This is an optimization exercise on Yosys and OpenROAD, whose aim is small area, a short achievable clock period and few clock cycles per item, not a production implementation. Only simulation tests tie the RTL to the original design; equivalence was not proved.

==> violet: inputs <==
// rs_line_decoder
module rs_line_decoder (
  input  wire         clk,
  input  wire         rst,
  input  wire         in_valid,
  output wire         in_ready,
  input  wire [575:0] in_beats,
  input  wire         in_mark_en,
  input  wire [4:0]   in_mark_pos,
  output reg          out_valid,
  output reg  [511:0] out_data,
  output reg          out_ce,
  output reg          out_ue,
  output reg          out_writeback,
  output reg          out_erasure,
  output reg          out_pos_valid,
  output reg  [4:0]   out_pos,
  output reg  [3:0]   out_symbols
);
make LEC_CHECK=0 CAP_MARGIN=20 CORE_MARGIN=2 CORE_UTILIZATION=20 PLACE_DENSITY=0.32 SLEW_MARGIN=20 finish   # period 55.0 ns
run.sh (not shown) runs the stock make flow with config.mk's settings and CLKGATE_MAP_FILE= SYNTH_SCRIPT=/design/flow/synth_recipe.tcl, a recipe that flattens the netlist after the stock synthesis.
==> inputs of yarrow, as changes to violet <==
--- a/flow/design.v
+++ b/flow/design.v
@@ -437,22 +437,24 @@
   assign synd[26] = g3_2 ^ g3_12 ^ g3_65 ^ g3_76 ^ g3_85 ^ g3_102 ^ g3_116 ^ g3_120 ^ g3_127 ^ g3_138 ^ g3_183 ^ g3_188 ^ g3_189 ^ g3_190 ^ g3_192;
   assign synd[27] = g3_3 ^ g3_35 ^ g3_49 ^ g3_71 ^ g3_77 ^ g3_87 ^ g3_92 ^ g3_103 ^ g3_115 ^ g3_118 ^ g3_131 ^ g3_134 ^ g3_142 ^ g3_154 ^ g3_180 ^ g3_187 ^ g3_189 ^ g3_193 ^ g3_194;
   assign synd[28] = g3_4 ^ g3_29 ^ g3_78 ^ g3_88 ^ g3_94 ^ g3_133 ^ g3_137 ^ g3_144 ^ g3_158 ^ g3_167 ^ g3_171 ^ g3_177 ^ g3_192 ^ g3_193 ^ g3_195;
   assign synd[29] = g3_5 ^ g3_10 ^ g3_15 ^ g3_29 ^ g3_30 ^ g3_55 ^ g3_79 ^ g3_89 ^ g3_95 ^ g3_97 ^ g3_101 ^ g3_122 ^ g3_132 ^ g3_140 ^ g3_143 ^ g3_146 ^ g3_159 ^ g3_170 ^ g3_182 ^ g3_194;
   assign synd[30] = g3_6 ^ g3_16 ^ g3_30 ^ g3_61 ^ g3_72 ^ g3_80 ^ g3_90 ^ g3_96 ^ g3_98 ^ g3_102 ^ g3_117 ^ g3_121 ^ g3_124 ^ g3_129 ^ g3_136 ^ g3_141 ^ g3_149 ^ g3_157 ^ g3_161 ^ g3_165 ^ g3_168 ^ g3_173 ^ g3_195 ^ g3_196;
   assign synd[31] = g3_7 ^ g3_11 ^ g3_17 ^ g3_41 ^ g3_55 ^ g3_62 ^ g3_73 ^ g3_81 ^ g3_82 ^ g3_91 ^ g3_99 ^ g3_103 ^ g3_111 ^ g3_119 ^ g3_125 ^ g3_126 ^ g3_130 ^ g3_139 ^ g3_151 ^ g3_153 ^ g3_174 ^ g3_178 ^ g3_190 ^ g3_196;
 endmodule
 module rs_cw_decode (
+  input  wire        clk,
   input  wire [31:0] synd,       
   input  wire        mark_en,
   input  wire [7:0]  zm,         
   input  wire [7:0]  zm2,        
   input  wire [7:0]  zm3,        
-  input  wire [17:0] mdev,       
+  input  wire        c_mark_en,
+  input  wire [17:0] c_mdev,     
   output wire        ok,         
   output wire [17:0] dsel,       
   output wire [7:0]  e1,         
   output wire [7:0]  e2,         
   output wire [35:0] fsel,       
   output wire [7:0]  fval,       
   output wire        fv,         
   output wire [4:0]  fdev,       
@@ -570,38 +572,52 @@
       gf_sq[6] = a[3] ^ a[5] ^ a[6];
       gf_sq[7] = a[6];
     end
   endfunction
   wire [7:0] s0 = synd[7:0];
   wire [7:0] s1 = synd[15:8];
   wire [7:0] s2 = synd[23:16];
   wire [7:0] s3 = synd[31:24];
-  wire clean = (synd == 32'h0);
-  wire [7:0] q;
   wire [7:0] m1 = gf_mul(s1, mark_en ? zm  : s2);
   wire [7:0] m2 = gf_mul(s2, mark_en ? zm2 : s0);
   wire [7:0] m3 = gf_mul(s3, mark_en ? zm3 : s1);
   wire [7:0] t0  = gf_mul(s0, 8'h02) ^ gf_mul(m1, 8'h03) ^ m2;
   wire [7:0] t1  = gf_mul(m1, 8'h02) ^ gf_mul(m2, 8'h03) ^ m3;
   wire [7:0] u1  = t1 ^ gf_mul(t0, 8'h02);
   wire [7:0] u2  = t1 ^ t0;
   wire [7:0] w   = gf_mul(gf_sq(t0), 8'hF4);
-  wire [7:0] iu1 = gf_inv(u1);
-  wire [7:0] iu2 = gf_inv(u2);
-  wire [7:0] m4 = gf_mul(mark_en ? w : s0, mark_en ? iu1 : s3);
-  wire [7:0] d  = gf_sq(s1) ^ m2;
-  wire [7:0] n1 = m1 ^ m4;
-  wire [7:0] n2 = gf_sq(s2) ^ m3;
-  wire [7:0] m6 = gf_mul(mark_en ? t0 : n2, mark_en ? zm : d);
-  wire       dz = (d == 8'h00);
+  wire [7:0] p03 = gf_mul(s0, s3);
+  wire [7:0] d   = gf_sq(s1) ^ m2;
+  wire [7:0] n1  = m1 ^ p03;
+  wire [7:0] n2  = gf_sq(s2) ^ m3;
+  wire [7:0] m6  = gf_mul(mark_en ? t0 : n2, mark_en ? zm : d);
+  wire       dz  = (d == 8'h00);
   wire [7:0] den = mark_en ? t1 : (dz ? s1 : n1);
   wire [7:0] num = mark_en ? m6 : (dz ? s0 : d);
-  assign q = gf_mul(num, gf_inv(den));
-  wire [7:0] m5 = gf_mul(mark_en ? w : s1, mark_en ? iu2 : q);
+  reg [7:0] b_num, b_iden, b_iu1, b_iu2, b_x, b_s0, b_ea0;
+  reg       b_clean, b_dz, b_n1z, b_check2, b_t0nz, b_t1nz;
+  always @(posedge clk) begin
+    b_num    <= num;
+    b_iden   <= gf_inv(den);
+    b_iu1    <= gf_inv(u1);
+    b_iu2    <= gf_inv(u2);
+    b_x      <= mark_en ? w : s1;
+    b_s0     <= s0;
+    b_ea0    <= gf_mul(m1 ^ s0, 8'hF4);
+    b_clean  <= (synd == 32'h0);
+    b_dz     <= dz;
+    b_n1z    <= (n1 == 8'h00);
+    b_check2 <= (gf_mul(gf_sq(n1), 8'h02) == gf_mul(m6, 8'h05));
+    b_t0nz   <= (t0 != 8'h00);
+    b_t1nz   <= (t1 != 8'h00);
+  end
+  wire [7:0] q  = gf_mul(b_num, b_iden);
+  wire [7:0] m4 = gf_mul(b_x, b_iu1);
+  wire [7:0] m5 = gf_mul(b_x, c_mark_en ? b_iu2 : q);
   wire [35:0] ssel;
   wire [17:0] dsel2;
   assign ssel[0] = (q == 8'hAC);
   assign ssel[1] = (q == 8'h45);
   assign ssel[2] = (q == 8'h8A);
   assign ssel[3] = (q == 8'h09);
   assign ssel[4] = (q == 8'h12);
   assign ssel[5] = (q == 8'h24);
@@ -648,56 +664,51 @@
   assign dsel2[10] = (q == 8'hC3);
   assign dsel2[11] = (q == 8'h2B);
   assign dsel2[12] = (q == 8'hAC);
   assign dsel2[13] = (q == 8'h8A);
   assign dsel2[14] = (q == 8'h12);
   assign dsel2[15] = (q == 8'h48);
   assign dsel2[16] = (q == 8'h3D);
   assign dsel2[17] = (q == 8'hF4);
-  wire       check2 = (gf_mul(gf_sq(n1), 8'h02) == gf_mul(m6, 8'h05));
-  wire       n1z    = (n1 == 8'h00);
-  wire [7:0] e1n2   = m5 ^ gf_mul(s0, 8'hF4);
-  wire [7:0] e2n2   = s0 ^ e1n2;
+  wire [7:0] e1n2   = m5 ^ gf_mul(b_s0, 8'hF4);
+  wire [7:0] e2n2   = b_s0 ^ e1n2;
   wire       s_even = |(ssel & 36'h555555555);
   wire       s_odd  = |(ssel & 36'hAAAAAAAAA);
   wire [17:0] dsel1;
   genvar k;
   generate
     for (k = 0; k < 18; k = k + 1) begin : g_d1
       assign dsel1[k] = ssel[2 * k] | ssel[2 * k + 1];
     end
   endgenerate
-  wire        ok_n   = clean | (!dz && (|dsel2) && check2) | (dz && (|ssel) && n1z);
-  wire [17:0] dsel_n = dz ? dsel1 : dsel2;
-  wire [7:0]  e1n    = dz ? (s_even ? s0 : 8'h00) : e1n2;
-  wire [7:0]  e2n    = dz ? (s_odd  ? s0 : 8'h00) : e2n2;
-  wire [1:0]  nsym_n = (ok_n && !clean) ? (dz ? 2'd1 : 2'd2) : 2'd0;
-  wire [7:0]  ea0 = gf_mul(m1 ^ s0, 8'hF4);
-  wire [7:0]  e1m = ea0 ^ m4;
-  wire [7:0]  e2m = s0 ^ ea0 ^ m5;
-  wire        t0nz = (t0 != 8'h00);
-  wire        t1nz = (t1 != 8'h00);
+  wire        ok_n   = b_clean | (!b_dz && (|dsel2) && b_check2) | (b_dz && (|ssel) && b_n1z);
+  wire [17:0] dsel_n = b_dz ? dsel1 : dsel2;
+  wire [7:0]  e1n    = b_dz ? (s_even ? b_s0 : 8'h00) : e1n2;
+  wire [7:0]  e2n    = b_dz ? (s_odd  ? b_s0 : 8'h00) : e2n2;
+  wire [1:0]  nsym_n = (ok_n && !b_clean) ? (b_dz ? 2'd1 : 2'd2) : 2'd0;
+  wire [7:0]  e1m = b_ea0 ^ m4;
+  wire [7:0]  e2m = b_s0 ^ b_ea0 ^ m5;
   wire [35:0] fselm;
   generate
     for (k = 0; k < 36; k = k + 1) begin : g_fm
-      assign fselm[k] = ssel[k] & !mdev[k / 2];
+      assign fselm[k] = ssel[k] & !c_mdev[k / 2];
     end
   endgenerate
-  wire        fvalid = t0nz && t1nz && (|fselm);
-  wire        ok_m   = (!t0nz && !t1nz) || fvalid;
+  wire        fvalid = b_t0nz && b_t1nz && (|fselm);
+  wire        ok_m   = (!b_t0nz && !b_t1nz) || fvalid;
   wire [1:0]  nsym_m = {1'b0, e1m != 8'h00} + {1'b0, e2m != 8'h00} + {1'b0, fvalid};
-  assign ok   = mark_en ? ok_m : ok_n;
-  assign dsel = mark_en ? mdev : dsel_n;
-  assign e1   = mark_en ? e1m : e1n;
-  assign e2   = mark_en ? e2m : e2n;
-  assign fsel = (mark_en && t0nz && t1nz) ? fselm : 36'h0;
-  assign fval = s0 ^ e1m ^ e2m;
-  assign fv   = mark_en && fvalid;
-  assign nsym = mark_en ? nsym_m : nsym_n;
+  assign ok   = c_mark_en ? ok_m : ok_n;
+  assign dsel = c_mark_en ? c_mdev : dsel_n;
+  assign e1   = c_mark_en ? e1m : e1n;
+  assign e2   = c_mark_en ? e2m : e2n;
+  assign fsel = (c_mark_en && b_t0nz && b_t1nz) ? fselm : 36'h0;
+  assign fval = b_s0 ^ e1m ^ e2m;
+  assign fv   = c_mark_en && fvalid;
+  assign nsym = c_mark_en ? nsym_m : nsym_n;
   assign dev[0] = dsel_n[1] | dsel_n[3] | dsel_n[5] | dsel_n[7] | dsel_n[9] | dsel_n[11] | dsel_n[13] | dsel_n[15] | dsel_n[17];
   assign dev[1] = dsel_n[2] | dsel_n[3] | dsel_n[6] | dsel_n[7] | dsel_n[10] | dsel_n[11] | dsel_n[14] | dsel_n[15];
   assign dev[2] = dsel_n[4] | dsel_n[5] | dsel_n[6] | dsel_n[7] | dsel_n[12] | dsel_n[13] | dsel_n[14] | dsel_n[15];
   assign dev[3] = dsel_n[8] | dsel_n[9] | dsel_n[10] | dsel_n[11] | dsel_n[12] | dsel_n[13] | dsel_n[14] | dsel_n[15];
   assign dev[4] = dsel_n[16] | dsel_n[17];
   assign fdev[0] = fselm[2] | fselm[3] | fselm[6] | fselm[7] | fselm[10] | fselm[11] | fselm[14] | fselm[15] | fselm[18] | fselm[19] | fselm[22] | fselm[23] | fselm[26] | fselm[27] | fselm[30] | fselm[31] | fselm[34] | fselm[35];
   assign fdev[1] = fselm[4] | fselm[5] | fselm[6] | fselm[7] | fselm[12] | fselm[13] | fselm[14] | fselm[15] | fselm[20] | fselm[21] | fselm[22] | fselm[23] | fselm[28] | fselm[29] | fselm[30] | fselm[31];
   assign fdev[2] = fselm[8] | fselm[9] | fselm[10] | fselm[11] | fselm[12] | fselm[13] | fselm[14] | fselm[15] | fselm[24] | fselm[25] | fselm[26] | fselm[27] | fselm[28] | fselm[29] | fselm[30] | fselm[31];
@@ -742,23 +753,39 @@
   always @* begin
     for (k = 0; k < 18; k = k + 1) begin
       a_cw0[16 * k +: 8]     = {a_beats[72 * 1 + 4 * k +: 4], a_beats[72 * 0 + 4 * k +: 4]};
       a_cw0[16 * k + 8 +: 8] = {a_beats[72 * 3 + 4 * k +: 4], a_beats[72 * 2 + 4 * k +: 4]};
       a_cw1[16 * k +: 8]     = {a_beats[72 * 5 + 4 * k +: 4], a_beats[72 * 4 + 4 * k +: 4]};
       a_cw1[16 * k + 8 +: 8] = {a_beats[72 * 7 + 4 * k +: 4], a_beats[72 * 6 + 4 * k +: 4]};
     end
   end
-  wire [31:0] synd0, synd1;
-  rs_cw_syndrome u_synd0 (.cw(a_cw0), .synd(synd0));
-  rs_cw_syndrome u_synd1 (.cw(a_cw1), .synd(synd1));
+  wire [31:0] a_synd0, a_synd1;
+  rs_cw_syndrome u_synd0 (.cw(a_cw0), .synd(a_synd0));
+  rs_cw_syndrome u_synd1 (.cw(a_cw1), .synd(a_synd1));
+  reg         b_valid;
+  reg [511:0] b_data;
+  reg [31:0]  b_synd0, b_synd1;
+  reg         b_mark_en;
+  reg [4:0]   b_mark_pos;
+  always @(posedge clk) begin
+    if (rst) begin
+      b_valid <= 1'b0;
+    end else begin
+      b_valid <= a_valid;
+    end
+    b_data     <= {a_cw1[255:0], a_cw0[255:0]};
+    b_synd0    <= a_synd0;
+    b_synd1    <= a_synd1;
+    b_mark_en  <= a_mark_en;
+    b_mark_pos <= a_mark_pos;
+  end
   reg  [7:0]  zm, zm2, zm3;
-  reg  [17:0] mdev;
   always @* begin
-    case (a_mark_pos)
+    case (b_mark_pos)
       5'd0: zm = 8'h45;
       5'd1: zm = 8'h09;
       5'd2: zm = 8'h24;
       5'd3: zm = 8'h90;
       5'd4: zm = 8'h7A;
       5'd5: zm = 8'hF5;
       5'd6: zm = 8'hF3;
       5'd7: zm = 8'hEB;
@@ -771,17 +798,17 @@
       5'd14: zm = 8'h36;
       5'd15: zm = 8'hD8;
       5'd16: zm = 8'h47;
       5'd17: zm = 8'h01;
       default: zm = 8'h00;
     endcase
   end
   always @* begin
-    case (a_mark_pos)
+    case (b_mark_pos)
       5'd0: zm2 = 8'hDC;
       5'd1: zm2 = 8'h41;
       5'd2: zm2 = 8'h64;
       5'd3: zm2 = 8'h0E;
       5'd4: zm2 = 8'hE0;
       5'd5: zm2 = 8'hA6;
       5'd6: zm2 = 8'hB2;
       5'd7: zm2 = 8'hEF;
@@ -794,17 +821,17 @@
       5'd14: zm2 = 8'h7D;
       5'd15: zm2 = 8'h83;
       5'd16: zm2 = 8'hD8;
       5'd17: zm2 = 8'h01;
       default: zm2 = 8'h00;
     endcase
   end
   always @* begin
-    case (a_mark_pos)
+    case (b_mark_pos)
       5'd0: zm3 = 8'h92;
       5'd1: zm3 = 8'h73;
       5'd2: zm3 = 8'h91;
       5'd3: zm3 = 8'hB3;
       5'd4: zm3 = 8'hDB;
       5'd5: zm3 = 8'hC4;
       5'd6: zm3 = 8'h57;
       5'd7: zm3 = 8'h64;
@@ -816,77 +843,94 @@
       5'd13: zm3 = 8'hF5;
       5'd14: zm3 = 8'h8B;
       5'd15: zm3 = 8'h7D;
       5'd16: zm3 = 8'h36;
       5'd17: zm3 = 8'h01;
       default: zm3 = 8'h00;
     endcase
   end
+  reg         c_valid;
+  reg [511:0] c_data;
+  reg         c_mark_en;
+  reg [4:0]   c_mark_pos;
+  always @(posedge clk) begin
+    if (rst) begin
+      c_valid <= 1'b0;
+    end else begin
+      c_valid <= b_valid;
+    end
+    c_data     <= b_data;
+    c_mark_en  <= b_mark_en;
+    c_mark_pos <= b_mark_pos;
+  end
+  reg  [17:0] c_mdev;
   always @* begin
     for (k = 0; k < 18; k = k + 1)
-      mdev[k] = (a_mark_pos == k[4:0]);
+      c_mdev[k] = (c_mark_pos == k[4:0]);
   end
   wire         c0_ok, c1_ok, c0_fv, c1_fv;
   wire [17:0]  c0_dsel, c1_dsel;
   wire [7:0]   c0_e1, c0_e2, c1_e1, c1_e2, c0_fval, c1_fval;
   wire [35:0]  c0_fsel, c1_fsel;
   wire [4:0]   c0_fdev, c1_fdev, c0_dev, c1_dev;
   wire [1:0]   c0_nsym, c1_nsym;
   rs_cw_decode u_dec0 (
-    .synd(synd0), .mark_en(a_mark_en), .zm(zm), .zm2(zm2), .zm3(zm3), .mdev(mdev),
+    .clk(clk), .synd(b_synd0), .mark_en(b_mark_en), .zm(zm), .zm2(zm2), .zm3(zm3),
+    .c_mark_en(c_mark_en), .c_mdev(c_mdev),
     .ok(c0_ok), .dsel(c0_dsel), .e1(c0_e1), .e2(c0_e2), .fsel(c0_fsel), .fval(c0_fval),
     .fv(c0_fv), .fdev(c0_fdev), .dev(c0_dev), .nsym(c0_nsym)
   );
   rs_cw_decode u_dec1 (
-    .synd(synd1), .mark_en(a_mark_en), .zm(zm), .zm2(zm2), .zm3(zm3), .mdev(mdev),
+    .clk(clk), .synd(b_synd1), .mark_en(b_mark_en), .zm(zm), .zm2(zm2), .zm3(zm3),
+    .c_mark_en(c_mark_en), .c_mdev(c_mdev),
     .ok(c1_ok), .dsel(c1_dsel), .e1(c1_e1), .e2(c1_e2), .fsel(c1_fsel), .fval(c1_fval),
     .fv(c1_fv), .fdev(c1_fdev), .dev(c1_dev), .nsym(c1_nsym)
   );
   reg         v_ue, v_ce, v_wb;
   reg [4:0]   v_pos;
   reg [3:0]   v_sym;
   reg [511:0] v_data;
   reg [7:0]   v_err0, v_err1;
   always @* begin
-    if (a_mark_en)
+    if (c_mark_en)
       v_ue = !c0_ok || !c1_ok;
     else
       v_ue = !c0_ok || !c1_ok ||
              (c0_nsym != 2'd0 && c1_nsym != 2'd0 && (c0_dsel & c1_dsel) == 18'h0);
     v_sym = {2'b0, c0_nsym} + {2'b0, c1_nsym};
     v_ce  = !v_ue && v_sym != 4'd0;
     if (!v_ce) begin
       v_sym = 4'd0;
       v_pos = 5'd0;
       v_wb  = 1'b0;
-    end else if (a_mark_en) begin
-      v_pos = c0_fv ? c0_fdev : (c1_fv ? c1_fdev : a_mark_pos);
+    end else if (c_mark_en) begin
+      v_pos = c0_fv ? c0_fdev : (c1_fv ? c1_fdev : c_mark_pos);
       v_wb  = c0_fv || c1_fv;
     end else begin
       v_pos = (c0_nsym != 2'd0) ? c0_dev : c1_dev;
       v_wb  = 1'b1;
     end
     for (k = 0; k < 32; k = k + 1) begin
       v_err0 = ({8{c0_dsel[k / 2] & !v_ue}} & ((k % 2) ? c0_e2 : c0_e1)) |
                ({8{c0_fsel[k] & !v_ue}} & c0_fval);
       v_err1 = ({8{c1_dsel[k / 2] & !v_ue}} & ((k % 2) ? c1_e2 : c1_e1)) |
                ({8{c1_fsel[k] & !v_ue}} & c1_fval);
-      v_data[8 * k +: 8]       = a_cw0[8 * k +: 8] ^ v_err0;
-      v_data[256 + 8 * k +: 8] = a_cw1[8 * k +: 8] ^ v_err1;
+      v_data[8 * k +: 8]       = c_data[8 * k +: 8] ^ v_err0;
+      v_data[256 + 8 * k +: 8] = c_data[256 + 8 * k +: 8] ^ v_err1;
     end
   end
   always @(posedge clk) begin
     if (rst) begin
       out_valid <= 1'b0;
     end else begin
-      out_valid <= a_valid;
+      out_valid <= c_valid;
     end
     out_data      <= v_data;
     out_ce        <= v_ce;
     out_ue        <= v_ue;
     out_writeback <= v_wb;
-    out_erasure   <= a_mark_en;
+    out_erasure   <= c_mark_en;
     out_pos_valid <= v_ce;
     out_pos       <= v_pos;
     out_symbols   <= v_sym;
   end
 endmodule
CORE_UTILIZATION = 40   (was 20)
PLACE_DENSITY = 0.5   (was 0.32)
==> comparison <==
- yarrow ran to the end with no violations. violet finished clean.
- Of yarrow and violet, yarrow has the higher utilization (gap 24 points).
- Between yarrow and violet, the lower flip-flop and latch count is in violet (gap 1226).
- In yarrow the maximum frequency is higher than in violet, by 140%.
- Of yarrow and violet, yarrow has the higher synthesized cell count (gap 0.64%, measured against violet).
- In violet the via count is higher than in yarrow, by about 0.5%.
==> figures <==
| item | violet | yarrow |
|---|---|---|
| Status | no timing/DRC/antenna violations | no timing/DRC/antenna violations |
| GR met2 Demand/Resource | 42.4% | 60.5% |
| Net count of the mapped netlist | 13100 | 13200 |
| Via/cell ratio | 4.90 | 5.58 |
| Storage cell area | 22600 µm² | 47200 µm² |
| Minimum clock period after layout | 30.21 ns | 12.79 ns |
| Final instance count without filler cells | 20500 | 18000 |
| Slew at the pin with the worst max-slew slack | 1.29 ns | 1.28 ns |
| Final worst-path cycle share | 54.9% | 23.3% |
| Well Taps | 7261 | 4100 |
Testbench counts of violet, summed over its fixed seeds: cycles 2,416, items 2,400.
Testbench counts of yarrow, summed over its fixed seeds: cycles 2,432, items 2,400.

[what the ideal ports hide]
The flow's constraints put no driver on any port. The routed layouts listed below were extracted and timed again, unchanged, in two steps.
Step 1, drivers: a clkbuf_16 drives clk and a buf_2 each remaining input, both assumed.
Step 2 moves the port delays by t, midway between the first and last clock arrival at a register: inputs arrive t later, outputs are due t later. That takes back most of the time a late clock gives input paths.
Slacks: ideal ports / drivers / drivers and shift; pairs: ideal ports / drivers.
run	t, ns	setup WS [ns]	clock arrival spread, ns	worst slew at a driven data input, ns	cell pins on the clock port's net
violet	0.988	24.793 / 24.793 / 24.793	0.073 / 0.073	0.34	1
yarrow	0.982	42.208 / 42.097 / 43.079	0.074 / 0.075	0.17	1
After both steps every run listed still meets setup and hold.
